Background: an optimization exercise with open tools, aiming at small area, a short achievable clock period and few clock cycles per item. Do not read the settings as production practice.
RTL that was checked went through simulation tests only; none was proved equivalent to the original.
The RTL of runs 1 to 5 was laid out without a check of its function.
Power is estimated from default activity; no workload was simulated.

File: design.v
module prs_decoder (
    input  wire        clk,
    input  wire        rst,           
    input  wire        in_valid,
    output wire        in_ready,
    input  wire [31:0] in_data,
    output wire        out_valid,
    input  wire        out_ready,
    output wire [14:0] out_sample,
    output wire        out_last
);
    integer i;
    reg  [3:0]  bwl;            
    reg         bwx;            
    reg         nxt_v;
    reg  [3:0]  nK;
    reg  [2:0]  nes;            
    reg         nsgn;
    reg  [31:0] B0, B1;         
    reg         B0v, B1v;
    reg         in_rdy;
    wire exp_ctrl  = (bwl == 4'd0) && !bwx;
    assign in_ready = in_rdy;
    wire in_fire   = in_valid && in_rdy;
    wire ctrl_fire = in_fire && exp_ctrl;
    wire body_fire = in_fire && !exp_ctrl;
    wire [31:0] in_s;
    genvar gi;
    generate
        for (gi = 0; gi < 32; gi = gi + 1) begin : g_ord
            assign in_s[gi] = in_data[8 * (gi / 8) + 7 - (gi % 8)];
        end
    endgenerate
    reg         cur_v;
    reg  [3:0]  K;
    reg  [2:0]  es;
    reg         sgn;
    reg  [4:0]  idx;            
    reg  [4:0]  ptr;            
    reg  [15:0] lacc;           
    reg         lz;             
    reg         chk;            
    wire        rawblk  = (K == 4'd15);
    wire        rawmode = rawblk || (idx[4:1] == 4'd0);
    wire        last    = (idx == 5'd31);
    wire [63:0] cbuf = {B1, B0};
    wire [21:0] w    = cbuf >> ptr;           
    reg  [21:0] wr;                            
    always @(*) for (i = 0; i < 22; i = i + 1) wr[i] = w[21 - i];
    reg  [8:0]  th;
    always @(*) begin
        th[0] = 1'b1;
        for (i = 1; i < 9; i = i + 1) th[i] = th[i - 1] & w[i - 1];
    end
    wire        all8 = th[8];
    reg  [2:0]  L;
    always @(*) begin
        casez (w[6:0])
            7'b??????0: L = 3'd0;
            7'b?????01: L = 3'd1;
            7'b????011: L = 3'd2;
            7'b???0111: L = 3'd3;
            7'b??01111: L = 3'd4;
            7'b?011111: L = 3'd5;
            7'b0111111: L = 3'd6;
            default:    L = 3'd7;
        endcase
    end
    wire        chunk = !rawmode && all8;
    wire [4:0]  sh    = 5'd21 - {1'b0, K} - {2'b00, L};
    reg  [13:0] maskK;
    always @(*) for (i = 0; i < 14; i = i + 1) maskK[i] = (i < K);
    wire [21:0] wsh   = wr >> sh;
    wire [13:0] low   = wsh[13:0] & maskK;
    wire [15:0] u     = (lacc & {16{!lz}}) | ({13'd0, L} << K) | {2'b00, low};
    wire [14:0] rawval = sgn ? wr[21:7] : {1'b0, wr[21:8]};
    wire [5:0]  ptrW  = {1'b0, ptr} + (sgn ? 6'd15 : 6'd14);
    wire [5:0]  ptr8  = {1'b0, ptr} + 6'd8;
    wire [5:0]  ptrK1 = {1'b0, ptr} + {2'b00, K} + 6'd1;
    wire [4:0]  ptrR  = ptrK1[4:0] + {2'b00, L};
    reg         rc_crs, rc_over;
    always @(*) begin
        rc_crs = ptrK1[5];
        rc_over  = ptrK1[5] && (ptrK1[4:0] != 5'd0 || th[1]);
        for (i = 1; i < 8; i = i + 1) begin
            if (ptrK1 == 6'd32 - i) rc_crs = th[i];
            if (ptrK1 == 6'd33 - i) rc_over  = th[i];
        end
    end
    wire        crs   = rawmode ? ptrW[5] : chunk ? ptr8[5] : rc_crs;
    wire        over  = rawmode ? (ptrW > 6'd32) : rc_over;
    wire [4:0]  pnext = rawmode ? ptrW[4:0] : chunk ? ptr8[4:0] : ptrR;
    wire        ffit  = rawmode ? (ptrW <= 6'd32) : ({1'b0, ptr} + {2'b00, K} <= 6'd24);
    wire        efit  = rawmode ? (ptrW <= 6'd32) : chunk ? (ptr8 <= 6'd32) : !rc_over;
    reg         d_v, d_raw, d_last, d_sgn;
    reg  [2:0]  d_es;
    reg  [15:0] d_val;
    reg         q_v, q_raw, q_last, q_sgn, q_e0;
    reg  [16:0] q_val;
    reg  [1:0]  npc;
    reg         last1, last0;
    reg  [14:0] xr1, xr0;
    reg         h_v, h_last;
    reg  [14:0] h;
    wire r_go   = q_v && !npc[1];
    wire q_free = !q_v || !npc[1];
    wire d_mov  = d_v && q_free;
    wire d_free = !d_v || q_free;
    wire go     = d_free && cur_v && B0v && (B1v || ffit || chk);
    wire dec    = go && !chunk;
    wire bend   = dec && last;
    wire take   = nxt_v && (!cur_v || bend);
    wire drop1 = go && (crs || bend);
    wire drop2 = bend && over;
    wire       nxt_vn = ctrl_fire || (nxt_v && !take);
    wire       B0v_n  = drop2 ? body_fire
                      : drop1 ? (B1v || body_fire)
                      : (B0v || body_fire);
    wire       B1v_n  = drop2 ? 1'b0
                      : drop1 ? (B1v && body_fire)
                      : (B1v || (B0v && body_fire));
    wire       expc_n = ctrl_fire ? 1'b0
                      : body_fire ? (bwl == 4'd0 || (bwl == 4'd1 && !bwx)) : exp_ctrl;
    wire       has   = (npc != 2'd0);
    wire       h_ld  = (!h_v || out_ready) && has;
    wire [1:0] np_a  = npc + {1'b0, r_go};
    wire [1:0] np_r  = has ? np_a - 2'd1 : np_a;              
    wire [1:0] np_n  = (!h_v && has) ? np_a - 2'd1 : np_a;    
    reg  [15:0] lacc_inc;
    reg         cy;
    always @(*) begin
        cy = 1'b0;
        for (i = 0; i < 16; i = i + 1) begin
            lacc_inc[i] = (lacc[i] && !lz) ^ (cy || (i == K + 3));
            cy = (cy || (i == K + 3)) && lacc[i] && !lz;
        end
    end
    always @(posedge clk) begin
        if (rst) begin
            bwl    <= 4'd0;
            bwx    <= 1'b0;
            nxt_v  <= 1'b0;
            in_rdy <= 1'b0;
            B0v    <= 1'b0;
            B1v    <= 1'b0;
            cur_v  <= 1'b0;
            chk    <= 1'b0;
            d_v    <= 1'b0;
            q_v    <= 1'b0;
            npc    <= 2'd0;
            h_v    <= 1'b0;
        end else begin
            if (ctrl_fire) begin
                bwl <= in_data[5:2];
                bwx <= |in_data[1:0];
            end else if (body_fire) begin
                if (bwl != 4'd0)
                    bwl <= bwl - 4'd1;
                else
                    bwx <= 1'b0;
            end
            nxt_v  <= nxt_vn;
            B0v    <= B0v_n;
            B1v    <= B1v_n;
            in_rdy <= expc_n ? !nxt_vn : !B1v_n;
            chk    <= !go && cur_v && B0v && efit;
            if (take)
                cur_v <= 1'b1;
            else if (bend)
                cur_v <= 1'b0;
            if (dec)
                d_v <= 1'b1;
            else if (d_mov)
                d_v <= 1'b0;
            if (d_mov)
                q_v <= 1'b1;
            else if (r_go)
                q_v <= 1'b0;
            npc <= out_ready ? np_r : np_n;
            h_v <= out_ready ? has : (h_v || has);
        end
        if (!cur_v) begin
            ptr <= 5'd0;
            idx <= 5'd0;
            lz  <= 1'b1;
        end else if (go) begin
            ptr <= bend ? 5'd0 : pnext;
            lz  <= !chunk;
            if (dec)
                idx <= idx + 5'd1;
        end
        if (go && chunk)
            lacc <= lacc_inc;
        if (!nxt_v) begin
            nK   <= in_data[31:28];
            nes  <= in_data[24] ? 3'd0 : in_data[27:25];
            nsgn <= (in_data[19:16] == 4'd14);
        end
        if (take) begin
            K   <= nK;
            es  <= nes;
            sgn <= nsgn;
        end
        if (drop2 || (drop1 && !B1v) || !B0v)
            B0 <= in_s;
        else if (drop1)
            B0 <= B1;
        if (drop1 || !B1v)
            B1 <= in_s;
        if (dec) begin
            d_raw  <= rawmode;
            d_last <= last;
            d_sgn  <= sgn;
            d_es   <= es;
            d_val  <= rawmode ? {1'b0, rawval} : u;
        end
        if (d_mov) begin
            q_raw  <= d_raw;
            q_last <= d_last;
            q_sgn  <= d_sgn;
            q_e0   <= (d_es == 3'd0);
            q_val  <= d_raw ? {2'b00, d_val[14:0]} : qs;
        end
        if (r_go) begin
            last1 <= q_last;
            last0 <= last1;
            xr1   <= xr_n;
            xr0   <= xr1;
        end
        if (h_ld) begin
            h      <= npc[1] ? xr0 : xr1;
            h_last <= npc[1] ? last0 : last1;
        end
    end
    wire [16:0] qd = {1'b0, d_val[15:1]} ^ {17{d_val[0]}};
    wire [16:0] qs = (d_es == 3'd0) ? qd : qd + (qd << d_es);
    wire [16:0] x1e  = {{2{xr1[14]}}, xr1};
    wire [16:0] x0e  = {{2{xr0[14]}}, xr0};
    wire [16:0] pr   = (x1e << 1) - x0e;
    wire [16:0] csa_s = (x1e << 1) ^ ~x0e ^ q_val;
    wire [16:0] csa_c = ((((x1e << 1) & ~x0e) | ((x1e << 1) & q_val) | (~x0e & q_val)) << 1) | 17'd1;
    wire [16:0] sA    = csa_s + csa_c;
    wire        a_hi  = (!sA[16] && sA[15:14] != 2'b00) || (!q_e0 && sA == 17'h03FFF);
    wire        a_lo  = q_sgn ? ((sA[16] && (sA[15:14] != 2'b11 || sA[13:0] == 14'd0)) || (!q_e0 && sA == 17'h1C001))
                              : sA[16];
    wire        pr_hi = (!pr[16] && pr[15:14] != 2'b00) || (!q_e0 && pr == 17'h03FFF);
    wire        pr_lo = q_sgn ? ((pr[16] && (pr[15:14] != 2'b11 || pr[13:0] == 14'd0)) || (!q_e0 && pr == 17'h1C001))
                              : pr[16];
    wire [14:0] HI = q_e0 ? 15'h3FFF : 15'h3FFE;
    wire [14:0] LO = q_sgn ? (q_e0 ? 15'h4001 : 15'h4002) : 15'h0000;
    reg  [16:0] tdn, tup;
    reg  [16:0] nz, no;         
    always @(*) begin
        nz[0] = 1'b1; no[0] = 1'b1; nz[1] = 1'b1; no[1] = 1'b1;
        for (i = 2; i < 17; i = i + 1) begin
            nz[i] = ~|(q_val[15:1] & ((16'd1 << (i - 1)) - 16'd1));
            no[i] = &(q_val[15:1] | ~((16'd1 << (i - 1)) - 16'd1));
        end
        tdn[0] = q_val[0] ^ q_e0;
        tup[0] = q_val[0] ^ q_e0;
        for (i = 1; i < 17; i = i + 1) begin
            tdn[i] = q_val[i] ^ ((q_e0 ? !q_val[0] : 1'b1) && nz[i]);
            tup[i] = q_val[i] ^ ((q_e0 ?  q_val[0] : 1'b1) && no[i]);
        end
    end
    wire [16:0] sH = {tdn[16] ^ (tdn[15] & tdn[14]), tdn[15] ^ tdn[14], !tdn[14], tdn[13:0]};
    wire        h_lo = q_sgn ? (sH[16] && (sH[15:14] != 2'b11 || sH[13:0] == 14'd0 || (!q_e0 && sH == 17'h1C001)))
                             : sH[16];
    wire [14:0] cH = !q_val[16] ? HI : h_lo ? LO : sH[14:0];
    wire [16:0] sLs = {tup[16] ^ (!tup[15] & !tup[14]), tup[15] ^ !tup[14], !tup[14], tup[13:0]};
    wire [16:0] sL  = q_sgn ? sLs : q_val;
    wire        l_hi = (!sL[16] && sL[15:14] != 2'b00) || (!q_e0 && sL == 17'h03FFF);
    wire [14:0] cL = (q_val[16] || q_val == 17'd0) ? LO : l_hi ? HI : sL[14:0];
    wire [14:0] xr_n = q_raw ? q_val[14:0]
                     : pr_hi ? cH
                     : pr_lo ? cL
                     : a_hi  ? HI
                     : a_lo  ? LO
                     : sA[14:0];
    assign out_valid  = h_v;
    assign out_sample = h;
    assign out_last   = h_last;
endmodule
File: flow/run.sh
#!/bin/bash
# The standard layout, with repair_timing asked to leave 14.5 ns of setup slack
# at the design's clock (and free to resize cells to other footprints), which
# shortens the critical path of the layout.
set -uo pipefail
bash standard.sh SETUP_SLACK_MARGIN=14.5 MATCH_CELL_FOOTPRINT=0 finish > make.log 2>&1
File: standard.sh
#!/bin/bash
# synth_recipe.tcl (not shown) runs the flow's synth.tcl, then flattens the netlist and writes it again
# the make line also repeats each setting of config.mk as NAME=value (left out here)
make -C /OpenROAD-flow-scripts/flow DESIGN_CONFIG=/design/flow/config.mk WORK_HOME=/design/flow/orfs CLKGATE_MAP_FILE= SYNTH_SCRIPT=/design/flow/synth_recipe.tcl "${@:-finish}"
File: config.mk
export PLATFORM = sky130hd
export DESIGN_NAME = prs_decoder
export DESIGN_NICKNAME = prs_decoder
export VERILOG_FILES = /design/flow/design.v
export SDC_FILE = /design/flow/constraint.sdc
export NUM_CORES = 4
export LEC_CHECK = 0
export CAP_MARGIN = 20
export CORE_MARGIN = 2
export CORE_UTILIZATION = 40
export SLEW_MARGIN = 20
File: constraint.sdc
create_clock -name core_clock -period 20.0 [get_ports {clk}]
set_input_delay 4.0000 -clock core_clock [delete_from_list [all_inputs] [get_ports {clk}]]
set_output_delay 4.0000 -clock core_clock [all_outputs]
set_load 0.01 [all_outputs]
==> run notes, run 1 <==
worst path cell trace=clkdlybuf4s50_1; Row Count=79; H-Tree Level Count=1; starting density of the core=between 40% and 50%; sequential area share after synthesis=about a third; clk root buf=clkbuf_16; fin crit share=between 20% and 30%; VDD IR max=0.0630 mV; CTS tree=done; Setup CP Type=register to output pin; Worst Path Required=16.00 ns; diodes inserted=0; Final Critical Period=around 5.4 ns; outcome=finished clean; first-pass GRT wire length=~84000 µm; Setup crit end=out_sample[10]; CP Buf/Inv Count=1; die width=roughly 220 µm; CP max stage delay=about 0.53 ns; via count=between 15000 and 20000; antenna-violating nets left=0; first-iteration detailed-routing DRC count=1421; Avg Cell Area, Syn=~9.6 µm²; Mapped Cells=just under 2000; router iterations before antenna repair=5; Post-synth EDFFs=between 150 and 200; die area=between 0.04 and 0.05 mm²; Yosys reg bits=214; # nets final=2148; Area Overhead vs Synth=12.6%; number of global-route vias before repair=14900; Synthesized Nets=2104; # clock sinks=~210; Crit path depth=1; Critical Path Sink Type=output pin; port buffer count=53; max-slew violations=0; CTS max path bufs=3; crit path max-delay cell type=clkdlybuf4s50_1; Power Density=around 65 mW/mm²; slew margin rel.=39.6%; Top delay family on crit path=buffers and inverters; antenna violations before repair=0; GRT overflow=0; Core Area=~0.046 mm²; vias per cell=between 5 and 6; critical path data arrival time=1.43 ns; Worst R2R Setup Slack=14.70 ns; CP Launch Type=register; Synth Cell Area=approximately 0.019 mm²; most frequent cells in the layout=187 x edfxtp_1, 175 x nor2_1, 172 x nand2_1; largest net degree at the start of global routing=61; HPWL Detailed=approximately 40000 µm; most common cell after layout, fill and taps aside=edfxtp_1; Die Ht=between 200 and 250 µm; worst slack, placed=~13 ns; CP startpoint=h[10]; Synth cell types=101; RR Startpoint=ptr[1]; worst reg2reg path endpoint=d_val[4]; MaxCap Viol Count=0; hold crit path type=register to register; Final Util=between 40% and 50%; setup_tns=0 ns; hold buffers post-CTS=0; clock skew=0.0143 ns; gr usage total=a little over a fifth; WL per Instance=just over 20 µm; worst reg2reg path depth=19; share of layout cells above drive strength 1=between 10% and 20%; critical path peak fanout=1; Worst-Skew Late Latency=0.56 ns; fmax=between 0.15 and 0.2 GHz; DRC viols=0; Slew @ Worst Pin=~0.91 ns; clock-pin slew on the worst setup and hold paths=approximately 0.06 ns; CTS buffer count=26; IO Pins=54; Yosys warning count=1; Top FF cell, synth=edfxtp_1; final setup fails=0; Hold Vio Cnt, Final=0; RSZ-0062 raised after global routing=yes; GPL Wtd Cong=0.994; Synth async-reset ratio=0%; P_leak=a little under 0.008 µW; Worst Setup Slack, final=roughly 15 ns; WL final=53900 µm; Power Total=roughly 1400 µW
-- cell usage after synthesis (13+ instances only) --
cell | count | area, µm²
ha_1 | 85 | 1060
fa_1 | 20 | 400
mux2_4 | 22 | 330
inv_1 | 123 | 462
a211oi_1 | 18 | 135
nor2_1 | 177 | 664
nand4_1 | 13 | 81.3
o211ai_1 | 15 | 113
xnor2_1 | 63 | 552
mux2_2 | 40 | 450
mux2i_1 | 77 | 771
nor2b_1 | 30 | 188
a31oi_1 | 22 | 138
dfxtp_1 | 27 | 541
edfxtp_1 | 187 | 5620
nand2b_1 | 20 | 125
buf_1 | 13 | 48.8
o21a_1 | 13 | 97.6
clkbuf_1 | 66 | 248
mux4_2 | 67 | 1510
o22ai_1 | 19 | 119
nand3_1 | 39 | 195
nor3_1 | 53 | 265
xor2_1 | 36 | 315
or3_1 | 15 | 93.8
o21ai_0 | 99 | 495
nand2_1 | 173 | 649
a21o_1 | 21 | 158
a21oi_1 | 148 | 741
-- cells by family (layout without fill, tap and decap cells) --
logic type,count (synthesis),count (layout),share of synthesized area (%)
and+or+nand+nor,605,605,15.5
AOI/OAI and AO/OA,492,492,17.2
buffers and inverters,230,293,5.17
muxes,216,216,16.9
DFF,214,214,32.8
adders and majority gates,107,107,7.90
xor gates and xnor gates,99,99,4.61
-- per-stage QoR --
step           hold slack, ns  std cells  area (µm²)
2_1_floorplan           0.400       1963       18800
3_3_place_gp            0.402       2547       19800
3_5_place_dp            0.405       2547       19800
4_1_cts                 0.418       2609       20900
5_1_grt                 0.425       2633       21200
6_report                0.418       2633       21200
-- power breakdown --
| group | internal, µW | switching, µW |
|---|---|---|
| Combinational | 145 | 181 |
| Clock | 310 | 194 |
| Sequential | 521 | 27.8 |
-- layer usage --
metal,track usage [%],vias to the layer above,part of all wire (%)
met5,0,-,0
met4,7.56,0,3.7
met3,2.68,115,5.3
met2,37.0,554,48
met1,28.7,7624,43
li1,-,7436,-
-- area by class of cell --
cell class | instances | area, µm²
multi-input combinational | 1519 | 11700
timing repair inverter | 1 | 5.00
tap | 607 | 759
inverter | 131 | 510
timing repair buffer | 114 | 1090
fill | 4400 | 25300
clock buffer | 32 | 694
sequential | 214 | 6160
clock inverter | 15 | 206
-- timing repair --
action	in CTS	in global routing
resized for setup	13	16
setup endpoints to repair	55	56
pin swaps	2	2
setup buffers	15	21
gates cloned	0	2
-- worst min-delay path by stage --
stage / from / to / slack, ns / cells past startpoint
final: d_last / q_last / 0.42 / 0
after global routing: d_last / q_last / 0.43 / 0
after CTS: d_last / q_last / 0.42 / 0
after detailed placement: nsgn / sgn / 0.40 / 0
after global placement: d_last / q_last / 0.40 / 0
after floorplan: nK[0] / K[0] / 0.40 / 0
-- registers in the layout, indices dropped and copies added (netlist names), 4 cells and up --
| name | count |
|---|---|
| h | 15 |
| q_val | 17 |
| K | 4 |
| bwl | 4 |
| lacc | 16 |
| B1 | 32 |
| ptr | 5 |
| nK | 4 |
| idx | 5 |
| xr1 | 15 |
| B0 | 32 |
| d_val | 16 |
| xr0 | 15 |
==> run 2, diff against run 1 <==
--- a/design.v
+++ b/design.v
@@ -99,9 +99,7 @@
     reg  [16:0] q_val;
-    reg  [1:0]  npc;
+    reg  [1:0]  npend;
     reg         last1, last0;
     reg  [14:0] xr1, xr0;
-    reg         h_v, h_last;
-    reg  [14:0] h;
-    wire r_go   = q_v && !npc[1];
-    wire q_free = !q_v || !npc[1];
+    wire r_go   = q_v && !npend[1];
+    wire q_free = !q_v || !npend[1];
     wire d_mov  = d_v && q_free;
@@ -111,6 +109,8 @@
     wire bend   = dec && last;
-    wire take   = nxt_v && (!cur_v || bend);
+    wire cfree  = !cur_v || bend;
+    wire take   = nxt_v && cfree;
+    wire direct = !nxt_v && cfree && ctrl_fire;    
     wire drop1 = go && (crs || bend);
     wire drop2 = bend && over;
-    wire       nxt_vn = ctrl_fire || (nxt_v && !take);
+    wire       nxt_vn = (ctrl_fire && !direct) || (nxt_v && !take);
     wire       B0v_n  = drop2 ? body_fire
@@ -123,7 +123,5 @@
                       : body_fire ? (bwl == 4'd0 || (bwl == 4'd1 && !bwx)) : exp_ctrl;
-    wire       has   = (npc != 2'd0);
-    wire       h_ld  = (!h_v || out_ready) && has;
-    wire [1:0] np_a  = npc + {1'b0, r_go};
-    wire [1:0] np_r  = has ? np_a - 2'd1 : np_a;              
-    wire [1:0] np_n  = (!h_v && has) ? np_a - 2'd1 : np_a;    
+    wire       has   = (npend != 2'd0);
+    wire [1:0] np_a  = npend + {1'b0, r_go};
+    wire [1:0] np_r  = has ? np_a - 2'd1 : np_a;
     reg  [15:0] lacc_inc;
@@ -142,3 +140,3 @@
             nxt_v  <= 1'b0;
-            in_rdy <= 1'b0;
+            in_rdy <= 1'b1;
             B0v    <= 1'b0;
@@ -149,4 +147,3 @@
             q_v    <= 1'b0;
-            npc    <= 2'd0;
-            h_v    <= 1'b0;
+            npend  <= 2'd0;
         end else begin
@@ -166,3 +163,3 @@
             chk    <= !go && cur_v && B0v && efit;
-            if (take)
+            if (take || direct)
                 cur_v <= 1'b1;
@@ -178,4 +175,3 @@
                 q_v <= 1'b0;
-            npc <= out_ready ? np_r : np_n;
-            h_v <= out_ready ? has : (h_v || has);
+            npend <= out_ready ? np_r : np_a;
         end
@@ -202,2 +198,6 @@
             sgn <= nsgn;
+        end else if (direct) begin
+            K   <= in_data[31:28];
+            es  <= in_data[24] ? 3'd0 : in_data[27:25];
+            sgn <= (in_data[19:16] == 4'd14);
         end
@@ -228,6 +228,2 @@
             xr0   <= xr1;
-        end
-        if (h_ld) begin
-            h      <= npc[1] ? xr0 : xr1;
-            h_last <= npc[1] ? last0 : last1;
         end
@@ -279,5 +275,5 @@
                      : sA[14:0];
-    assign out_valid  = h_v;
-    assign out_sample = h;
-    assign out_last   = h_last;
+    assign out_valid  = (npend != 2'd0);
+    assign out_sample = npend[1] ? xr0 : xr1;
+    assign out_last   = npend[1] ? last0 : last1;
 endmodule
==> flow/run.sh (replaced) <==
#!/bin/bash
# The standard layout, with repair_timing asked to leave 15 ns of setup slack
# at the design's clock (and free to resize cells to other footprints), which
# shortens the critical path of the layout.
set -uo pipefail
bash standard.sh SETUP_SLACK_MARGIN=15 MATCH_CELL_FOOTPRINT=0 finish > make.log 2>&1
==> run notes, run 2 <==
antenna-violating nets left=0 (unchanged); GPL Wtd Cong=0.945 (-5.0%); CTS buffer count=17 (-35%); starting density of the core=40.6% (+0.18 points); share of layout cells above drive strength 1=18.3% (+4.1 points); crit path max-delay cell type=dfxtp_4; GRT overflow=0 (unchanged); Die Ht=222 µm (+0.54%); Reg power frac=25.6% (-14 points); RR Startpoint=ptr[1]; Worst Setup Slack, final=14.52 ns (-0.0502 ns); Row Count=79 (unchanged); Synth Area in Simple Gates=16.1% (+0.60 points); vias per cell=6.14 (+2.8%); number of global-route vias before repair=15400 (+2.9%); Core Area=0.0468 mm² (+0.64%); slew margin rel.=31.4% (-8.2 points); first-pass GRT wire length=90800 µm (+7.6%); H-Tree Level Count=4 (+3); Hold Vio Cnt, Final=0 (unchanged); RSZ-0062 raised after global routing=yes; MaxCap Viol Count=0 (unchanged); WL per Instance=22.2 µm (+8.3%); final setup fails=0 (unchanged); VDD IR max=0.0880 mV (+40%); Synth area leaders=edfxtp_1 27%, mux4_2 6.5%, ha_1 5.6%, mux2i_1 4.7%, a21oi_1 3.7%; Synth async-reset ratio=0% (unchanged); Setup CP Type=register to output pin; clock skew=0.0152 ns (+0.000852 ns); mux cell area share after synthesis=18.6% (+1.7 points); DRC viols=0 (unchanged); Pint=1350 µW (+38%); largest net degree at the start of global routing=44 (-28%); fin crit share=27.4% (+0.25 points); worst path cell trace=buf_12 -> buf_6 -> o21ai_2 -> buf_2; critical path peak fanout=7 (+6); Post-synth EDFFs=171 (-8.6%); CP max stage delay=0.37 ns (-0.16 ns); Sw Share=45.6% (+16 points); Yosys warning count=1 (unchanged); Power Total=2480 µW (+80%); hold crit path type=register to register; max-slew violations=0 (unchanged); diodes inserted=0 (unchanged); first-iteration detailed-routing DRC count=1705 (+20%); Comb pwr share=60.3% (+37 points); Slew @ Worst Pin=1.03 ns (+0.123 ns); most common cell in the netlist=nand2_1; Synth Area in Adders=7.76% (-0.14 points); Final Util=46.0% (+0.41 points); Worst-Skew Late Latency=0.51 ns (-0.05 ns); die area=0.0493 mm² (+1.1%); hold buffers post-CTS=0 (unchanged); grt met2 use=35.8% (-1.3 points); Compound-Gate Fraction of Synth Area=17.4% (+0.21 points); critical path data arrival time=1.48 ns (+0.05 ns); gr usage total=23.7% (+1.9 points); worst reg2reg path depth=19 (unchanged); port buffer count=53 (unchanged); outcome=finished clean; Mapped Cells=2004 (+2.1%); worst reg2reg path endpoint=d_val[11]; Synthesized Nets=2145 (+1.9%); CP Buf/Inv Count=3 (+2); Area Overhead vs Synth=13.1%; Crit path depth=4 (+3); Synth Cell Area=0.0190 mm² (+1.1%); CP Launch Type=register; area leader, netlist=edfxtp_1; Synth top area share=27.0% (-2.9 points); met1 Usage GRT=33.1% (+4.4 points); CP startpoint=npend[1]; Final Critical Period=5.48 ns (+0.0502 ns); # nets final=2200 (+2.4%); clock power share=14.2% (-22 points); # clock sinks=197 (-7.9%); HPWL Detailed=42300 µm (+6.1%); router iterations before antenna repair=6 (+1); Worst Path Required=16.00 ns (about the same); Avg Cell Area, Syn=9.48 µm² (-0.97%); met3 Track Usage GR=5.35% (+2.7 points); Yosys reg bits=197 (-7.9%); IO Pins=54 (unchanged); sequential area share after synthesis=29.8% (-3.0 points); Power Density=115 mW/mm² (+77%); most common cell after layout, fill and taps aside=nand2_1; switching power=1130 µW (+180%); Top delay family on crit path=buffers and inverters; CTS tree=done; Top FF cell, synth=edfxtp_1; WL final=59400 µm (+10%); setup_tns=0 ns (unchanged); top flop regs=B0: 32 flops, B1: 32 flops, q_val: 17 flops; Post-Synth XOR/XNOR Area=4.10% (-0.51 points); Synth cell types=101 (unchanged); P_leak=0.00812 µW (+2.6%); largest family of logic cells by synthesized area=multiplexers; Worst R2R Setup Slack=15.09 ns (+0.39 ns); worst slack, placed=13.49 ns (+0.0535 ns); clk root buf=clkbuf_16; layer with the highest usage=met2; most frequent cells in the layout=176 x nand2_1, 173 x nor2_1, 171 x edfxtp_1; Hold Worst Slack=0.428 ns (+0.0107 ns); CTS max path bufs=2 (-1); antenna violations before repair=0 (unchanged); die width=222 µm (+0.54%); fmax=0.183 GHz (-0.92%); Setup crit end=out_sample[3]; Critical Path Sink Type=output pin; clock-pin slew on the worst setup and hold paths=0.08 ns (+0.02 ns); Post-synth top cells=182 x nand2_1, 178 x nor2_1, 171 x edfxtp_1; via count=16400 (+4.6%)
-- run 2: what timing repair did --
item	CTS	global route
resized for setup	113	65
setup endpoints to repair	149	88
gates cloned	7	4
pin swaps	5	17
buffers inserted	25	38
-- run 2: per-layer routing --
| metal | wire [µm] | up-vias |
|---|---|---|
| met4 | 1850 | 0 |
| met2 | 26400 | 760 |
| met5 | 0 | - |
| met3 | 4750 | 110 |
| met1 | 26400 | 7954 |
| li1 | - | 7621 |
-- run 2: kinds of logic (layout without fill, tap and decap cells) --
family | Yosys count | count (layout)
AOI/OAI and AO/OA | 498 | 499
xor gates and xnor gates | 89 | 89
adders and majority gates | 106 | 106
buffers and inverters | 247 | 314
DFF | 197 | 197
muxes | 237 | 237
and+or+nand+nor | 630 | 630
-- run 2: layout make-up --
| cell class | instances | area, µm² |
|---|---|---|
| Fill cell | 4404 | 25300 |
| Multi-Input combinational cell | 1561 | 12500 |
| Sequential cell | 197 | 5670 |
| Timing Repair Buffer | 146 | 1470 |
| Tap cell | 607 | 759 |
| Inverter | 135 | 523 |
| Clock buffer | 18 | 429 |
| Clock inverter | 14 | 154 |
| Timing Repair inverter | 1 | 5.00 |
-- run 2: worst register-to-register path: cells and delay by family (launching register included) --
kind	cells	cell delay (ns)
fa+ha+maj	3	0.86
buf+inv	4	0.49
simple gates	3	0.71
mux	2	0.68
flops	1	0.43
compound gates	7	1.46
-- run 2: through the flow --
step	std cells	cell area, µm²
3_5_place_dp	2572	19800
3_3_place_gp	2572	19800
6_report	2679	21500
2_1_floorplan	2004	19000
5_1_grt	2679	21500
4_1_cts	2636	20900
-- run 2: power groups by stage --
stage | Clock, µW | Combinational [µW] | Sequential, µW
3_5_place_dp | 0 | 1260 | 657
2_1_floorplan | 0 | 997 | 581
6_report | 352 | 1500 | 635
4_1_cts | 362 | 1340 | 639
3_3_place_gp | 0 | 1260 | 658
5_1_grt | 377 | 1600 | 641
-- run 2: worst min-delay path by stage --
| stage | slack [ns] | depth (start not counted) | startpoint | end |
|---|---|---|---|---|
| 2_1_floorplan | 0.40 | 0 | es[0] | d_es[0] |
| 3_3_place_gp | 0.40 | 0 | d_sgn | q_sgn |
| 3_5_place_dp | 0.42 | 0 | d_last | q_last |
| 4_1_cts | 0.43 | 0 | d_last | q_last |
| 5_1_grt | 0.44 | 0 | d_last | q_last |
| 6_report | 0.43 | 0 | d_sgn | q_sgn |
==> run 3, diff against run 2 <==
==> flow/run.sh (replaced) <==
#!/bin/bash
# The standard layout, with repair_timing asked to leave 15.5 ns of setup slack
# at the design's clock (and free to resize cells to other footprints), which
# shortens the critical path of the layout.
set -uo pipefail
bash standard.sh SETUP_SLACK_MARGIN=15.5 MATCH_CELL_FOOTPRINT=0 finish > make.log 2>&1
==> run notes, run 3 <==
worst reg2reg path depth=19 (unchanged); CP startpoint=npend[1]; Worst Setup Slack, final=14.37 ns (-0.158 ns); via count=17100 (+4.0%); Synth cell types=101 (unchanged); H-Tree Level Count=4 (unchanged); vias per cell=6.14 (about the same); Hold Worst Slack=0.425 ns (-0.00297 ns); HP Start=d_sgn; hold crit path type=register to register; Row Count=79 (unchanged); diodes inserted=0 (unchanged); Post-synth top cells=182 x nand2_1, 178 x nor2_1, 171 x edfxtp_1; most common cell in the netlist=nand2_1; RSZ-0062 raised after global routing=yes; antenna-violating nets left=0 (unchanged); Synth Cell Area=0.0190 mm² (unchanged); hold depth=0 (unchanged); most common cell after layout, fill and taps aside=edfxtp_1; Final Util=51.0% (+5.0 points); Post-synth EDFFs=171 (unchanged); RR Startpoint=B0[24]; Synth async-reset ratio=0% (unchanged); port buffer count=53 (unchanged); WL final=63900 µm (+7.6%); Pint=1590 µW (+18%); worst path cell trace=buf_12 -> buf_8 -> buf_6 -> nand2_4 -> o21ai_4 -> buf_6; # nets final=2307 (+4.9%); WL per Instance=22.9 µm (+3.5%); first-iteration detailed-routing DRC count=1929 (+13%); Synth area leaders=edfxtp_1 27%, mux4_2 6.5%, ha_1 5.6%, mux2i_1 4.7%, a21oi_1 3.7%; CP Buf/Inv Count=4 (+1); Die Ht=222 µm (unchanged); Power Density=122 mW/mm² (+5.9%); Setup CP Type=register to output pin; slew margin rel.=33.4% (+2.0 points); antenna violations before repair=0 (unchanged); Top delay family on crit path=buffers and inverters; DRC viols=0 (unchanged); Worst R2R Setup Slack=15.27 ns (+0.18 ns); largest net degree at the start of global routing=37 (-16%); outcome=finished clean; crit path max-delay cell type=dfxtp_4; gr usage total=24.8% (+1.1 points); Hold Vio Cnt, Final=0 (unchanged); GPL Wtd Cong=0.956 (+1.2%); Yosys warning count=1 (unchanged); Synthesized Nets=2145 (unchanged); Core Area=0.0468 mm² (unchanged); CTS max path bufs=2 (unchanged); final setup fails=0 (unchanged); die width=222 µm (unchanged); Worst Hold End=q_sgn; CTS tree=done; max-slew violations=0 (unchanged); Mapped Cells=2004 (unchanged); most used cell, CP=buf_6; worst slack, placed=13.61 ns (+0.120 ns); HPWL Detailed=42500 µm (+0.67%); Yosys reg bits=197 (unchanged); top flop regs=B0: 32 flops, B1: 32 flops, q_val: 17 flops; Comb pwr share=65.9% (+5.6 points); Sw Share=45.3% (-0.32 points); worst reg2reg path endpoint=d_val[11]; CP max stage delay=0.49 ns (+0.12 ns); switching power=1320 µW (+17%); Reg power frac=21.8% (-3.8 points); GRT overflow=0 (unchanged); MaxCap Viol Count=0 (unchanged); hold buffers post-CTS=0 (unchanged); first-pass GRT wire length=94800 µm (+4.4%); sequential area share after synthesis=29.8% (unchanged); setup_tns=0 ns (unchanged); Synth top area share=27.0% (unchanged); CTS buffer count=17 (unchanged); area leader, netlist=edfxtp_1; die area=0.0493 mm² (unchanged); Worst Path Required=16.00 ns (about the same); IO Pins=54 (unchanged); critical path data arrival time=1.63 ns (+0.15 ns); Final Critical Period=5.63 ns (+0.158 ns); number of global-route vias before repair=15900 (+3.3%); Worst-Skew Late Latency=0.51 ns (about the same); Power Total=2910 µW (+17%); critical path peak fanout=6 (-1); Critical Path Sink Type=output pin; router iterations before antenna repair=6 (unchanged); clock skew=0.0157 ns (+0.000476 ns); VDD IR max=0.102 mV (+16%); Top FF cell, synth=edfxtp_1; clk root buf=clkbuf_16; clock power share=12.3% (-1.9 points); fin crit share=28.2% (+0.79 points); most frequent cells in the layout=171 x edfxtp_1, 163 x nor2_1, 153 x nand2_1; CP Launch Type=register; Avg Cell Area, Syn=9.48 µm² (unchanged); starting density of the core=40.6% (unchanged); Area Overhead vs Synth=25.4%; P_leak=0.00923 µW (+14%); # clock sinks=197 (unchanged); clock-pin slew on the worst setup and hold paths=0.08 ns (about the same); share of layout cells above drive strength 1=29.5% (+11 points); fmax=0.178 GHz (-2.8%); Slew @ Worst Pin=0.999 ns (-0.0294 ns)
==> run 3: cell count changes in the layout (fill, tap and decap cells not counted), sizes merged <==
cell           before  now
clkinv             11    9
clkbuf             26   35
clkinvlp            4    3
buf               103  204
dlymetal6s2s        1   19
a21oi             142  141
clkdlybuf4s50      34   16
inv               135  136
==> run 3: logic make-up after synthesis <==
logic type | count (synthesis) | share of synthesized area [%]
compound gates | 498 | 17.4
xor+xnor | 89 | 4.10
fa+ha+maj | 106 | 7.76
buf+inv | 247 | 6.33
flops | 197 | 29.8
mux | 237 | 18.6
simple gates | 630 | 16.1
==> run 3: how the worst max path moves through the flow <==
stage,depth (start not counted),end,slack [ns]
finish,6,out_sample[13],14.37
detailed placement,20,d_val[9],13.61
global placement,20,d_val[9],13.76
global route,6,out_sample[13],14.30
floorplan,4,K[0],15.05
CTS,6,out_sample[13],14.33
==> run 3: stage by stage <==
stage,cell area (µm²),cells
2_1_floorplan,19400,2004
3_3_place_gp,20100,2573
3_5_place_dp,20100,2573
4_1_cts,22300,2700
5_1_grt,23800,2786
6_report,23800,2786
==> run 3: cell type report <==
class | instances | area, µm²
Fill cell | 4188 | 22900
Clock inverter | 12 | 136
Multi-Input combinational cell | 1560 | 13600
Inverter | 135 | 534
Timing Repair inverter | 1 | 5.00
Sequential cell | 197 | 5670
Tap cell | 607 | 759
Timing Repair Buffer | 254 | 2680
Clock buffer | 20 | 459
==> run 3: layer usage <==
metal	vias up	global-route usage (%)	part of all wire (%)	wire (µm)
li1	7842	-	-	-
met1	8353	33.7	43	27500
met2	768	38.3	45	28800
met3	139	5.86	8.4	5390
met4	0	9.31	3.4	2200
met5	-	0	0	0
==> run 3: power groups by stage <==
stage          logic [µW]  clock network [µW]  registers (µW)
5_1_grt              2030                 379             639
4_1_cts              1580                 366             632
6_report             1920                 357             636
3_5_place_dp         1280                   0             651
2_1_floorplan        1010                   0             582
3_3_place_gp         1270                   0             653
==> run 3: repair_timing <==
| item | in CTS | in global routing |
|---|---|---|
| setup buffers | 86 | 79 |
| gates cloned | 9 | 7 |
| pin swaps | 55 | 73 |
| endpoints found under the setup margin | 182 | 162 |
| gates resized for setup | 230 | 189 |
==> run 4, diff against run 3 <==
==> flow/run.sh (replaced) <==
#!/bin/bash
# The standard layout, with repair_timing asked to leave 14.5 ns of setup slack
# at the design's clock (and free to resize cells to other footprints), which
# shortens the critical path of the layout.
set -uo pipefail
bash standard.sh SETUP_SLACK_MARGIN=14.5 MATCH_CELL_FOOTPRINT=0 finish > make.log 2>&1
==> run notes, run 4 <==
outcome=finished clean; CP Buf/Inv Count=3 (-1); HPWL Detailed=42700 µm (+0.33%); Synth Cell Area=0.0190 mm² (unchanged); Synth async-reset ratio=0% (unchanged); Mapped Cells=2004 (unchanged); Worst Hold End=q_sgn; crit path max-delay cell type=dfxtp_4; Area Overhead vs Synth=9.86%; Fillers=4469 (+6.7%); CP max stage delay=0.36 ns (-0.13 ns); GRT overflow=0 (unchanged); diodes inserted=0 (unchanged); IO Pins=54 (unchanged); GPL Wtd Cong=0.984 (+2.9%); most used cell, CP=buf_6; Top FF cell, synth=edfxtp_1; antenna-violating nets left=0 (unchanged); critical path data arrival time=1.55 ns (-0.08 ns); CTS tree=done; slew margin rel.=27.9% (-5.4 points); most common cell in the netlist=nand2_1; starting density of the core=40.6% (unchanged); clk root buf=clkbuf_16; sequential area share after synthesis=29.8% (unchanged); Reg power frac=27.4% (+5.6 points); Die Ht=222 µm (unchanged); CP Launch Type=register; port buffer count=53 (unchanged); worst path cell trace=buf_6 -> buf_12 -> mux2_4 -> buf_6; first-pass GRT wire length=90300 µm (-4.8%); Yosys warning count=1 (unchanged); Synth area leaders=edfxtp_1 27%, mux4_2 6.5%, ha_1 5.6%, mux2i_1 4.7%, a21oi_1 3.7%; cell count after placement=2571 (-0.078%); fin crit share=27.7% (-0.43 points); Worst-Skew Late Latency=0.51 ns (about the same); most common cell after layout, fill and taps aside=nor2_1; Post-synth top cells=182 x nand2_1, 178 x nor2_1, 171 x edfxtp_1; first-iteration detailed-routing DRC count=1831 (-5.1%); Post-synth EDFFs=171 (unchanged); VDD IR max=0.0975 mV (-4.4%); fmax=0.180 GHz (+1.6%); vias per cell=6.17 (+0.58%); CTS buffer count=17 (unchanged); MaxCap Viol Count=0 (unchanged); critical path peak fanout=5 (-1); Hold Vio Cnt, Final=0 (unchanged); Post-DP Area=0.0198 mm² (-1.8%); largest net degree at the start of global routing=60 (+62%); Core Area=0.0468 mm² (unchanged); CTS max path bufs=2 (unchanged); setup_tns=0 ns (unchanged); WL final=58700 µm (-8.2%); most frequent cells in the layout=176 x nor2_1, 174 x nand2_1, 171 x edfxtp_1; Synth top area share=27.0% (unchanged); Row Count=79 (unchanged); worst reg2reg path depth=16 (-3); post-route insts no fill=2625 (-5.8%); Synthesized Nets=2145 (unchanged); max-slew violations=0 (unchanged); die area=0.0493 mm² (unchanged); number of global-route vias before repair=15100 (-5.0%); # nets final=2146 (-7.0%); Setup CP Type=register to output pin; H-Tree Level Count=4 (unchanged); hold crit path type=register to register; Comb pwr share=57.7% (-8.2 points); clock power share=14.9% (+2.6 points); Final Util=44.6% (-6.3 points); Worst Path Required=16.00 ns (about the same); router iterations before antenna repair=5 (-1); top flop regs=B0: 32 flops, B1: 32 flops, q_val: 17 flops; WL per Instance=22.4 µm (-2.5%); gr usage total=23.6% (-1.1 points); RR Startpoint=ptr[1]; area leader, netlist=edfxtp_1; Pint=1270 µW (-20%); final setup fails=0 (unchanged); P_leak=0.00786 µW (-15%); share of layout cells above drive strength 1=14.8% (-15 points); # clock sinks=197 (unchanged); clock skew=0.0274 ns (+0.0117 ns); Worst R2R Setup Slack=14.69 ns (-0.58 ns); HP Start=d_sgn; Hold Worst Slack=0.423 ns (-0.00275 ns); via count=16200 (-5.2%); die width=222 µm (unchanged); Slew @ Worst Pin=1.08 ns (+0.0793 ns); DRC viols=0 (unchanged); Synth cell types=101 (unchanged); switching power=1090 µW (-18%); Finished Cell Area=0.0209 mm² (-12%); Avg Cell Area, Syn=9.48 µm² (unchanged); hold depth=0 (unchanged); Power Density=113 mW/mm² (-7.7%); antenna violations before repair=0 (unchanged); Yosys reg bits=197 (unchanged); Sw Share=46.1% (+0.78 points); clock-pin slew on the worst setup and hold paths=0.08 ns (about the same); worst reg2reg path endpoint=d_val[2]; Critical Path Sink Type=output pin; RSZ-0062 raised after global routing=yes; Final Critical Period=5.55 ns (-0.0868 ns); Top delay family on crit path=buffers and inverters
-- run 4: cell counts after synthesis --
Identical to the previous run, type by type.
-- run 4: repair_timing --
item / in CTS / in global routing
endpoints found under the setup margin: 31 / 70
hold buffers: 0 / 0
gates cloned: 5 / 1
pin swaps: 1 / 5
setup buffers: 6 / 7
resized for setup: 98 / 34
-- run 4: layout make-up --
cell class	count	area (µm²)	share of cell area, %
inverters	135	515	2.47
flip-flops and latches	197	5670	27.2
clock buffers	18	429	2.06
multi-input cells	1560	12400	59.2
clock inverters	14	154	0.737
well taps	607	759	3.64
repair buffers	94	985	4.72
-- run 4: worst max path at each step --
stage,from,endpoint,slack (ns),cells past startpoint
2_1_floorplan,in_valid,K[0],14.75,4
3_3_place_gp,ptr[1],d_val[9],13.77,20
3_5_place_dp,ptr[1],d_val[9],13.60,20
4_1_cts,npend[1],out_last,14.42,4
5_1_grt,npend[1],out_last,14.41,4
6_report,npend[1],out_last,14.45,4
-- run 4: metrics by stage --
stage,setup slack (ns),power (µW)
5_1_grt,14.41,2490
3_3_place_gp,13.77,1910
2_1_floorplan,14.75,1580
6_report,14.45,2360
3_5_place_dp,13.60,1910
4_1_cts,14.42,2300
-- run 4: worst reg2reg max path: stages (launching register included) --
cell and delay, ns:
dfxtp_4 0.49, buf_16 0.21, mux4_1 0.68, a22o_1 0.26
a221oi_1 0.33, nand3_2 0.24, nand3_4 0.22, inv_1 0.16
ha_1 0.36, inv_1 0.06, ha_1 0.28, a21o_1 0.19
a21oi_4 0.33, xnor2_2 0.25, nor2_1 0.19, a2111oi_0 0.60
a21oi_1 0.18
-- run 4: cell families (layout without fill, tap and decap cells) --
| logic type | after synthesis | count (layout) | synth area share [%] |
|---|---|---|---|
| adders and majority gates | 106 | 106 | 7.76 |
| buffers and inverters | 247 | 261 | 6.33 |
| xor gates and xnor gates | 89 | 89 | 4.10 |
| DFF | 197 | 197 | 29.8 |
| muxes | 237 | 237 | 18.6 |
| AOI/OAI and AO/OA | 498 | 498 | 17.4 |
| and+or+nand+nor | 630 | 630 | 16.1 |
-- run 4: metal layers --
layer	GRT usage (%)	wire length [µm]	up-vias
met5	0	0	-
met4	7.45	1520	0
met3	4.15	4050	93
met2	36.6	26500	663
met1	33.6	26600	7925
li1	-	-	7526
-- run 4: power groups by stage --
stage                     Clock [µW]  Combinational (µW)  Sequential [µW]
after global routing             375                1470              652
after floorplan                    0                 995              581
after CTS                        363                1290              645
after detailed placement           0                1260              653
final                            351                1360              647
after global placement             0                1250              653
==> run 5, diff against run 4 <==
==> flow/run.sh (replaced) <==
#!/bin/bash
# The standard layout, with two changes to how it is made:
# - repair_timing is asked to leave 15 ns of setup slack at the design's
#   clock (and may resize cells to other footprints), which shortens the
#   layout's critical path;
# - every input and output port still gets a buffer, but a plain buf_2
#   instead of the slower delay buffer buffer_ports picks by default.
set -uo pipefail
bash standard.sh SETUP_SLACK_MARGIN=15 MATCH_CELL_FOOTPRINT=0 \
  "BUFFER_PORTS_ARGS=-buffer_cell sky130_fd_sc_hd__buf_2" finish > make.log 2>&1
==> run notes, run 5 <==
number of global-route vias before repair=15300 (+1.3%); metal3 WL=4380 µm (+8.1%); HPWL Detailed=42300 µm (-0.83%); Die Ht=222 µm (unchanged); antenna-violating nets left=0 (unchanged); Final Critical Period=5.56 ns (+0.0110 ns); Slew @ Worst Pin=0.982 ns (-0.0968 ns); GRT overflow=0 (unchanged); DRC viols=0 (unchanged); area leader, netlist=edfxtp_1; Top FF cell, synth=edfxtp_1; via count=16200 (+0.25%); Area Overhead vs Synth=11.9%; WL per Instance=21.9 µm (-2.0%); fmax=0.180 GHz (-0.20%); # clock sinks=197 (unchanged); VDD IR max=0.0805 mV (-18%); Core Area=0.0468 mm² (unchanged); slew margin rel.=34.5% (+6.6 points); Synth Area in Simple Gates=16.1% (unchanged); max-slew violations=0 (unchanged); mux cell area share after synthesis=18.6% (unchanged); Post-Synth XOR/XNOR Area=4.10% (unchanged); port buffer count=53 (unchanged); GPL Wtd Cong=0.952 (-3.2%); IO Pins=54 (unchanged); antenna violations before repair=0 (unchanged); worst reg2reg path depth=13 (-3); router iterations before antenna repair=6 (+1); critical path data arrival time=1.56 ns (about the same); Yosys warning count=1 (unchanged); WL final=58700 µm (about the same); Row Count=79 (unchanged); Yosys reg bits=197 (unchanged); MaxCap Viol Count=0 (unchanged); diodes inserted=0 (unchanged); Hold Vio Cnt, Final=0 (unchanged); top flop regs=B0: 32 flops, B1: 32 flops, q_val: 17 flops; Synth Area in Adders=7.76% (unchanged); Synth Cell Area=0.0190 mm² (unchanged); Synth area leaders=edfxtp_1 27%, mux4_2 6.5%, ha_1 5.6%, mux2i_1 4.7%, a21oi_1 3.7%; Critical Path Sink Type=output pin; Power Total=2500 µW (+6.1%); Compound-Gate Fraction of Synth Area=17.4% (unchanged); Avg Cell Area, Syn=9.48 µm² (unchanged); Post-synth EDFFs=171 (unchanged); P_leak=0.00810 µW (+3.1%); most frequent cells in the layout=180 x nand2_1, 172 x nor2_1, 171 x edfxtp_1; # nets final=2200 (+2.5%); die area=0.0493 mm² (unchanged); first-iteration detailed-routing DRC count=1679 (-8.3%); outcome=finished clean; Worst Path Required=16.00 ns (about the same); CTS max path bufs=2 (unchanged); Synth top area share=27.0% (unchanged); CTS tree=done; clock-pin slew on the worst setup and hold paths=0.09 ns (about the same); Setup CP Type=register to output pin; Worst-Skew Late Latency=0.50 ns (about the same); Power Density=118 mW/mm² (+4.2%); Mapped Cells=2004 (unchanged); clk root buf=clkbuf_16; clock skew=0.0252 ns (-0.00218 ns); CTS buffer count=17 (unchanged); starting density of the core=40.6% (unchanged); most common cell in the netlist=nand2_1; critical path peak fanout=7 (+2); final setup fails=0 (unchanged); setup_tns=0 ns (unchanged); CP Launch Type=register; first-pass GRT wire length=90500 µm (+0.19%); Post-synth top cells=182 x nand2_1, 178 x nor2_1, 171 x edfxtp_1; wire length on met2=26100 µm (-1.6%); H-Tree Level Count=4 (unchanged); fin crit share=27.8% (+0.055 points); Synth cell types=101 (unchanged); highest metal used=met4; largest net degree at the start of global routing=60 (unchanged); largest family of logic cells by synthesized area=multiplexers; most common cell after layout, fill and taps aside=nand2_1; Synth async-reset ratio=0% (unchanged); Synthesized Nets=2145 (unchanged); M1 wire length=26400 µm (-0.75%); vias per cell=6.06 (-1.8%); share of layout cells above drive strength 1=19.6% (+4.8 points); gr usage total=23.6% (-0.035 points); sequential area share after synthesis=29.8% (unchanged); die width=222 µm (unchanged); hold depth=0 (unchanged); hold crit path type=register to register; RSZ-0062 raised after global routing=yes
[run 5: cell counts after synthesis]
No cell type changed its count.
[run 5: critical path, cell delays in order, from the launching register on]
cell and delay [ns]:
dfxtp_4 0.43, buf_12 0.16, mux2_2 0.34, buf_6 0.12
[run 5: routing by layer]
metal	up-vias	global-route usage, %
li1	7626	-
met1	7860	33.0
met2	661	36.4
met3	101	4.89
met4	0	7.93
met5	-	0
[run 5: through the flow]
stage	instance area [µm²]	utilization, %	instances	worst slack [ns]	hold slack [ns]
2_1_floorplan	19000	-	2004	15.02	0.400
3_3_place_gp	19500	41.8	2573	13.76	0.405
3_5_place_dp	19500	41.8	2573	13.58	0.411
4_1_cts	20700	44.2	2633	14.41	0.436
5_1_grt	21300	45.5	2679	14.39	0.444
6_report	21300	45.5	2679	14.44	0.433
[run 5: final timing paths]
path	slack, ns	from	endpoint
hold reg to reg	0.43	d_last	q_last
setup / recovery	14.44	npend[1]	out_last
hold / removal	0.43	d_last	q_last
setup reg to reg	15.10	K[0]	B0[17]
[run 5: cell type report]
cell class / count / area, µm²
timing repair buffer: 147 / 1240
fill: 4396 / 25500
clock inverter: 15 / 208
inverter: 135 / 523
tap: 607 / 759
multi-input combinational: 1560 / 12400
timing repair inverter: 1 / 5.00
sequential: 197 / 5670
clock buffer: 17 / 425
[run 5: cells by family (layout without fill, tap and decap cells)]
family,count (synthesis),in the layout
mux,237,237
simple gates,630,630
xor+xnor,89,89
fa+ha+maj,106,106
buf+inv,247,315
compound gates,498,498
flops,197,197
[run 5: timing repair]
| item | 4_1_cts | 5_1_grt |
|---|---|---|
| cloned | 5 | 2 |
| hold buffers | 0 | 0 |
| buffers inserted | 23 | 43 |
| endpoints found under the setup margin | 67 | 77 |
| pin swaps | 4 | 20 |
| gates resized for setup | 56 | 56 |
[run 5: power by group]
group          switching (µW)  internal, µW  leakage, µW
clock network             185           181     0.000299
registers                98.3           536      0.00186
logic                     848           652      0.00594
total                    1130          1370      0.00810
==> run 6, diff against run 5 <==
--- a/design.v
+++ b/design.v
@@ -99,7 +99,9 @@
     reg  [16:0] q_val;
-    reg  [1:0]  npend;
+    reg  [1:0]  npc;
     reg         last1, last0;
     reg  [14:0] xr1, xr0;
-    wire r_go   = q_v && !npend[1];
-    wire q_free = !q_v || !npend[1];
+    reg         h_v, h_last;
+    reg  [14:0] h;
+    wire r_go   = q_v && !npc[1];
+    wire q_free = !q_v || !npc[1];
     wire d_mov  = d_v && q_free;
@@ -123,5 +125,7 @@
                       : body_fire ? (bwl == 4'd0 || (bwl == 4'd1 && !bwx)) : exp_ctrl;
-    wire       has   = (npend != 2'd0);
-    wire [1:0] np_a  = npend + {1'b0, r_go};
-    wire [1:0] np_r  = has ? np_a - 2'd1 : np_a;
+    wire       has   = (npc != 2'd0);
+    wire       h_ld  = (!h_v || out_ready) && has;
+    wire [1:0] np_a  = npc + {1'b0, r_go};
+    wire [1:0] np_r  = has ? np_a - 2'd1 : np_a;              
+    wire [1:0] np_n  = (!h_v && has) ? np_a - 2'd1 : np_a;    
     reg  [15:0] lacc_inc;
@@ -147,3 +151,4 @@
             q_v    <= 1'b0;
-            npend  <= 2'd0;
+            npc    <= 2'd0;
+            h_v    <= 1'b0;
         end else begin
@@ -175,3 +180,4 @@
                 q_v <= 1'b0;
-            npend <= out_ready ? np_r : np_a;
+            npc <= out_ready ? np_r : np_n;
+            h_v <= out_ready ? has : (h_v || has);
         end
@@ -228,2 +234,6 @@
             xr0   <= xr1;
+        end
+        if (h_ld) begin
+            h      <= npc[1] ? xr0 : xr1;
+            h_last <= npc[1] ? last0 : last1;
         end
@@ -275,5 +285,5 @@
                      : sA[14:0];
-    assign out_valid  = (npend != 2'd0);
-    assign out_sample = npend[1] ? xr0 : xr1;
-    assign out_last   = npend[1] ? last0 : last1;
+    assign out_valid  = h_v;
+    assign out_sample = h;
+    assign out_last   = h_last;
 endmodule
==> flow/run.sh (replaced) <==
#!/bin/bash
# The standard layout, with two changes to how it is made:
# - repair_timing is asked to leave 14.7 ns of setup slack at the design's
#   clock (and may resize cells to other footprints), which shortens the
#   layout's critical path;
# - every input and output port still gets a buffer, but a plain buf_2
#   instead of the slower delay buffer buffer_ports picks by default.
set -uo pipefail
bash standard.sh SETUP_SLACK_MARGIN=14.7 MATCH_CELL_FOOTPRINT=0 \
  "BUFFER_PORTS_ARGS=-buffer_cell sky130_fd_sc_hd__buf_2" finish > make.log 2>&1
==> run notes, run 6 <==
wire length on met2=26400 µm (+1.1%); Synth top area share=29.1% (+2.1 points); starting density of the core=40.5% (-0.19 points); first-pass GRT wire length=87300 µm (-3.5%); fmax=0.197 GHz (+9.3%); crit path max-delay cell type=dfxtp_1; cell count after placement=2613 (+1.6%); Power Density=126 mW/mm² (+7.5%); WL final=54600 µm (-6.9%); hold buffers post-CTS=0 (unchanged); Final Critical Period=5.09 ns (-0.471 ns); area leader, netlist=edfxtp_1; WL per Instance=20.4 µm (-6.9%); gr usage total=21.7% (-1.9 points); max-slew violations=0 (unchanged); Top delay family on crit path=flip-flops; MaxCap Viol Count=0 (unchanged); Synth Cell Area=0.0193 mm² (+1.4%); most frequent cells in the layout=187 x edfxtp_1, 182 x nor2_1, 174 x nand2_1; largest net degree at the start of global routing=60 (unchanged); Die Ht=224 µm (+0.70%); final setup fails=0 (unchanged); sequential area share after synthesis=31.9% (+2.2 points); DRC viols=0 (unchanged); first-iteration detailed-routing DRC count=1300 (-23%); HPWL Detailed=40900 µm (-3.3%); most common cell in the netlist=edfxtp_1; vias per cell=6.03 (-0.60%); FF+latch area=0.00616 mm² (+8.7%); highest metal used=met4; fin crit share=25.4% (-2.4 points); CTS buffer count=27 (+10); Mapped Cells=2038 (+1.7%); share of layout cells above drive strength 1=16.0% (-3.6 points); Slew @ Worst Pin=1.10 ns (+0.120 ns); Worst-Skew Late Latency=0.56 ns (+0.06 ns); Setup CP Type=register to output pin; # nets final=2187 (-0.59%); Finished Cell Area=0.0211 mm² (-0.62%); Final Util=44.3% (-1.1 points); CTS tree=done; clock skew=0.0173 ns (-0.00789 ns); Core Area=0.0476 mm² (+1.9%); post-route insts no fill=2679 (unchanged); top flop regs=B0: 32 flops, B1: 32 flops, q_val: 17 flops; VDD IR max=0.0850 mV (+5.6%); Post-synth EDFFs=187 (+9.4%); Critical Path Sink Type=output pin; antenna violations before repair=0 (unchanged); clk root buf=clkbuf_16; die width=224 µm (+0.70%); Synth cell types=93 (-7.9%); Area Overhead vs Synth=9.63%; Yosys warning count=1 (unchanged); P_leak=0.00798 µW (-1.5%); Post-synth top cells=187 x edfxtp_1, 184 x nor2_1, 174 x nand2_1; Synthesized Nets=2179 (+1.6%); router iterations before antenna repair=6 (unchanged); H-Tree Level Count=1 (-3); IO Pins=54 (unchanged); via count=16200 (-0.60%); antenna-violating nets left=0 (unchanged); setup_tns=0 ns (unchanged); outcome=finished clean; CP Buf/Inv Count=1 (-1); Row Count=80 (+1.3%); Post-DP Area=0.0200 mm² (+2.3%); area occupied by multi-input gates=0.0122 mm² (-1.9%); port buffer count=53 (unchanged); clock-pin slew on the worst setup and hold paths=0.06 ns (-0.03 ns); hold crit path type=register to register; slew margin rel.=25.9% (-8.6 points); die area=0.0500 mm² (+1.4%); CP max stage delay=0.37 ns (-0.06 ns); critical path peak fanout=3 (-4); # clock sinks=214 (+8.6%); CTS max path bufs=3 (+1); Synth async-reset ratio=0% (unchanged); most common cell after layout, fill and taps aside=edfxtp_1; Avg Cell Area, Syn=9.46 µm² (-0.26%); CP Launch Type=register; number of global-route vias before repair=15500 (+1.5%); worst path cell trace=buf_2; Yosys reg bits=214 (+8.6%); GPL Wtd Cong=0.931 (-2.2%); Hold Vio Cnt, Final=0 (unchanged); metal3 WL=2610 µm (-40%); Synth area leaders=edfxtp_1 29%, mux4_2 8.1%, ha_1 5.5%, mux2i_1 3.7%, nor2_1 3.6%; Top FF cell, synth=edfxtp_1; GRT overflow=0 (unchanged); M1 wire length=23600 µm (-11%); Worst Path Required=16.00 ns (about the same); Fillers=4584 (+4.3%); RSZ-0062 raised after global routing=no; critical path data arrival time=1.09 ns (-0.47 ns); diodes inserted=0 (unchanged)
run 6: changes by cell type in the layout (fill, tap and decap cells not counted), moves of 11 or more:
| cell | delta |
|---|---|
| buf_4 | -38 |
| o21ai_0 | +34 |
| a21o_1 | +24 |
| nor3_1 | +21 |
| edfxtp_1 | +16 |
| o21ai_1 | -16 |
| a211oi_1 | +15 |
| mux2i_1 | -15 |
| mux4_1 | -14 |
| or2_2 | +13 |
| mux4_2 | +12 |
| nand3_1 | -12 |
| a21oi_1 | -11 |
run 6: path summary, 6_finish.rpt:
| path | start | endpoint | slack [ns] | cells after the start |
|---|---|---|---|---|
| worst min-delay path | d_last | q_last | 0.43 | 0 |
| worst max-delay path | in_rdy | in_ready | 14.91 | 1 |
| worst min register to register | d_last | q_last | 0.43 | 0 |
| worst max register to register | q_val[2] | xr1[1] | 14.97 | 15 |
run 6: final cells by class:
cell class | instances | area share [%]
Timing Repair Buffer | 94 | 3.06
Timing Repair inverter | 1 | 0.0355
Tap cell | 615 | 3.64
Clock buffer | 31 | 3.27
Sequential cell | 214 | 29.2
Clock inverter | 16 | 0.687
Multi-Input combinational cell | 1576 | 57.7
Inverter | 132 | 2.42
run 6: cell families after synthesis:
| logic type | count (synthesis) | share of synthesized area (%) |
|---|---|---|
| flops | 214 | 31.9 |
| buf+inv | 248 | 5.34 |
| compound gates | 527 | 18.3 |
| fa+ha+maj | 106 | 7.65 |
| xor+xnor | 90 | 4.09 |
| mux | 216 | 16.7 |
| simple gates | 637 | 16.0 |
run 6: metrics by stage:
step	worst slack, ns	hold WS, ns	total power (µW)
CTS	14.67	0.430	2620
global placement	13.91	0.406	2110
finish	14.91	0.425	2670
global route	14.73	0.443	2850
detailed placement	13.80	0.413	2120
floorplan	14.81	0.400	1760
run 6: worst reg2reg max path, stage by stage (launching register included):
cell and delay, ns:
edfxtp_1 0.57, inv_1 0.19, fa_1 0.56, inv_1 0.05, ha_1 0.32, nor2b_1 0.16
o31a_1 0.30, or4_1 0.44, a221o_1 0.35, xor2_1 0.18, nor4_1 0.32, nand4_1 0.16
a41o_2 0.41, mux2i_1 0.14, or3_1 0.32, a221o_1 0.30
run 6: repair_timing:
action / CTS / global route
gates resized for setup: 14 / 22
cloned: 1 / 0
pin swaps: 0 / 2
setup endpoints to repair: 55 / 57
setup buffers: 6 / 12
run 6: routing by layer:
layer / vias to the layer above / global-route usage (%)
li1: 7662 / -
met1: 7798 / 28.4
met2: 549 / 37.4
met3: 141 / 2.50
met4: 0 / 7.08
met5: - / 0
run 6: where the power goes:
part / total (µW) / switching (µW) / internal (µW)
clock network: 471 / 198 / 273
logic: 1510 / 889 / 622
registers: 690 / 92.2 / 598
Testbench counts of run 6, summed over its fixed seeds: cycles 17,368, blocks 512.
==> run 7, diff against run 6 <==
==> flow/run.sh (replaced) <==
#!/bin/bash
# The standard layout, with two changes to how it is made:
# - repair_timing is asked to leave 15.2 ns of setup slack at the design's
#   clock (and may resize cells to other footprints), which shortens the
#   layout's critical path;
# - every input and output port still gets a buffer, but a plain buf_2
#   instead of the slower delay buffer buffer_ports picks by default.
set -uo pipefail
bash standard.sh SETUP_SLACK_MARGIN=15.2 MATCH_CELL_FOOTPRINT=0 \
  "BUFFER_PORTS_ARGS=-buffer_cell sky130_fd_sc_hd__buf_2" finish > make.log 2>&1
==> run notes, run 7 <==
outcome=finished clean; diodes inserted=0 (unchanged); VDD IR max=0.113 mV (+33%); Slew @ Worst Pin=1.03 ns (-0.0709 ns); gr usage total=22.4% (+0.71 points); top flop regs=B0: 32 flops, B1: 32 flops, q_val: 17 flops; Synth top area share=29.1% (unchanged); Final Critical Period=5.05 ns (-0.0340 ns); GPL Wtd Cong=0.944 (+1.4%); max-slew violations=0 (unchanged); Worst Path Required=16.00 ns (about the same); final setup fails=0 (unchanged); CP Buf/Inv Count=1 (unchanged); P_leak=0.00843 µW (+5.6%); sequential area share after synthesis=31.9% (unchanged); FF+latch area=0.00617 mm² (+0.12%); most common cell after layout, fill and taps aside=edfxtp_1; Setup CP Type=register to output pin; Avg Cell Area, Syn=9.46 µm² (unchanged); most frequent cells in the layout=187 x edfxtp_1, 177 x nor2_1, 171 x nand2_1; antenna-violating nets left=0 (unchanged); worst path cell trace=buf_2; Yosys warning count=1 (unchanged); HPWL Detailed=41000 µm (+0.33%); Yosys reg bits=214 (unchanged); largest net degree at the start of global routing=46 (-23%); share of layout cells above drive strength 1=21.2% (+5.1 points); Fillers=4464 (-2.6%); fin crit share=25.3% (-0.17 points); MaxCap Viol Count=0 (unchanged); Worst-Skew Late Latency=0.58 ns (+0.02 ns); Post-synth EDFFs=187 (unchanged); critical path peak fanout=1 (-2); CTS buffer count=26 (-3.7%); Row Count=80 (unchanged); H-Tree Level Count=1 (unchanged); Synth cell types=93 (unchanged); router iterations before antenna repair=6 (unchanged); clock-pin slew on the worst setup and hold paths=0.06 ns (about the same); RSZ-0062 raised after global routing=yes; critical path data arrival time=1.05 ns (-0.04 ns); # clock sinks=214 (unchanged); first-pass GRT wire length=89900 µm (+3.0%); Die Ht=224 µm (unchanged); clock skew=0.0294 ns (+0.0120 ns); die width=224 µm (unchanged); Post-synth top cells=187 x edfxtp_1, 184 x nor2_1, 174 x nand2_1; Synth area leaders=edfxtp_1 29%, mux4_2 8.1%, ha_1 5.5%, mux2i_1 3.7%, nor2_1 3.6%; DRC viols=0 (unchanged); Top delay family on crit path=flip-flops; slew margin rel.=31.3% (+5.4 points); first-iteration detailed-routing DRC count=1696 (+30%); setup_tns=0 ns (unchanged); CTS max path bufs=3 (unchanged); Core Area=0.0476 mm² (unchanged); WL final=57600 µm (+5.4%); GRT overflow=0 (unchanged); Hold Vio Cnt, Final=0 (unchanged); die area=0.0500 mm² (unchanged); Post-DP Area=0.0200 mm² (+0.28%); Finished Cell Area=0.0222 mm² (+5.2%); most common cell in the netlist=edfxtp_1; clk root buf=clkbuf_16; CP Launch Type=register; CTS tree=done; Area Overhead vs Synth=15.4%; Synth Cell Area=0.0193 mm² (unchanged); area leader, netlist=edfxtp_1; vias per cell=6.07 (+0.74%); via count=16700 (+3.1%); fmax=0.198 GHz (+0.67%); Synth async-reset ratio=0% (unchanged); starting density of the core=40.5% (unchanged); Mapped Cells=2038 (unchanged); port buffer count=53 (unchanged); Critical Path Sink Type=output pin; Synthesized Nets=2179 (unchanged); antenna violations before repair=0 (unchanged); number of global-route vias before repair=16000 (+3.4%); Top FF cell, synth=edfxtp_1; hold crit path type=register to register; Power Density=135 mW/mm² (+6.4%); IO Pins=54 (unchanged); # nets final=2248 (+2.8%); WL per Instance=21.0 µm (+3.0%); area occupied by multi-input gates=0.0126 mm² (+3.6%); crit path max-delay cell type=edfxtp_1; CP max stage delay=0.36 ns (about the same)
run 7: metal layers:
metal / vias up / global-route usage [%] / wire, µm
met5: - / 0 / 0
met4: 0 / 8.97 / 2400
met3: 157 / 2.74 / 3400
met2: 675 / 38.7 / 28100
met1: 8029 / 28.5 / 23700
li1: 7791 / - / -
run 7: layout make-up:
type | count | share of cell area (%)
multi-input combinational | 1578 | 56.8
sequential | 214 | 27.7
timing repair buffer | 154 | 5.68
inverter | 132 | 2.35
timing repair inverter | 1 | 0.0338
clock inverter | 17 | 0.793
clock buffer | 31 | 3.10
tap | 615 | 3.46
run 7: per-stage QoR:
stage          instances  util [%]  total power, µW  hold WS, ns  worst slack, ns
3_5_place_dp        2611      42.0             2130        0.406            13.83
2_1_floorplan       2038         -             1790        0.400            15.07
3_3_place_gp        2611      42.0             2120        0.402            13.95
4_1_cts             2687      45.0             2740        0.415            14.92
5_1_grt             2742      46.7             3160        0.425            14.90
6_report            2742      46.7             2990        0.421            14.95
run 7: cells by family after synthesis:
logic type | after synthesis | synth area share [%]
simple gates | 637 | 16.0
compound gates | 527 | 18.3
buf+inv | 248 | 5.34
mux | 216 | 16.7
flops | 214 | 31.9
fa+ha+maj | 106 | 7.65
xor+xnor | 90 | 4.09
run 7: where the power goes:
part / internal (µW) / switching, µW / total, µW
clock network: 284 / 199 / 483
registers: 597 / 89.5 / 687
logic: 806 / 1020 / 1820
total: 1690 / 1300 / 2990
run 7: worst paths after layout:
| kind | from | endpoint | slack, ns | cells after the start |
|---|---|---|---|---|
| worst max-delay path | h[12] | out_sample[12] | 14.95 | 1 |
| worst min-delay path | d_sgn | q_sgn | 0.42 | 0 |
| worst max register to register | B0[30] | d_val[1] | 15.26 | 17 |
| worst min register to register | d_sgn | q_sgn | 0.42 | 0 |
run 7: what timing repair did:
action,4_1_cts,5_1_grt
buffers inserted,24,53
pin swaps,5,23
gates cloned,4,2
endpoints found under the setup margin,163,81
resized for setup,58,66
hold buffers,0,0

## static timing again, ports no longer ideal
The results above use ideal ports. As a check the final layouts listed here were re-extracted and re-timed, cells and wires unchanged.
Step 1, drivers: a clkbuf_16 drives clk and a buf_2 each remaining input, both assumed.
Step 2 times the ports against the registers' clock, not the clock port: input delays grow and output delays shrink by t, the midpoint of the rising clock arrivals with the driver on.
Slacks: no drivers / after step 1 / after step 2; pairs: no drivers / after step 1.
| run | t, ns | slack for setup (ns) | slew at the worst register clock pin (ns) | pins driven straight from the clock port |
|---|---|---|---|---|
| run 1 | 0.605 | 14.574 / 14.523 / 14.229 | 0.06 / 0.06 | 1 |
| run 2 | 0.554 | 14.524 / 14.468 / 14.604 | 0.08 / 0.08 | 1 |
| run 3 | 0.562 | 14.366 / 14.306 / 14.868 | 0.08 / 0.08 | 1 |
| run 4 | 0.553 | 14.453 / 14.395 / 14.196 | 0.09 / 0.09 | 1 |
| run 5 | 0.546 | 14.442 / 14.385 / 14.726 | 0.09 / 0.09 | 1 |
| run 6 | 0.608 | 14.913 / 14.860 / 14.328 | 0.07 / 0.07 | 1 |
| run 7 | 0.619 | 14.947 / 14.890 / 14.702 | 0.07 / 0.07 | 1 |
After both steps every run listed still meets setup and hold. For run 6, which loses most, drivers alone change the setup slack by -0.053 ns; drivers and shift together by -0.585 ns.
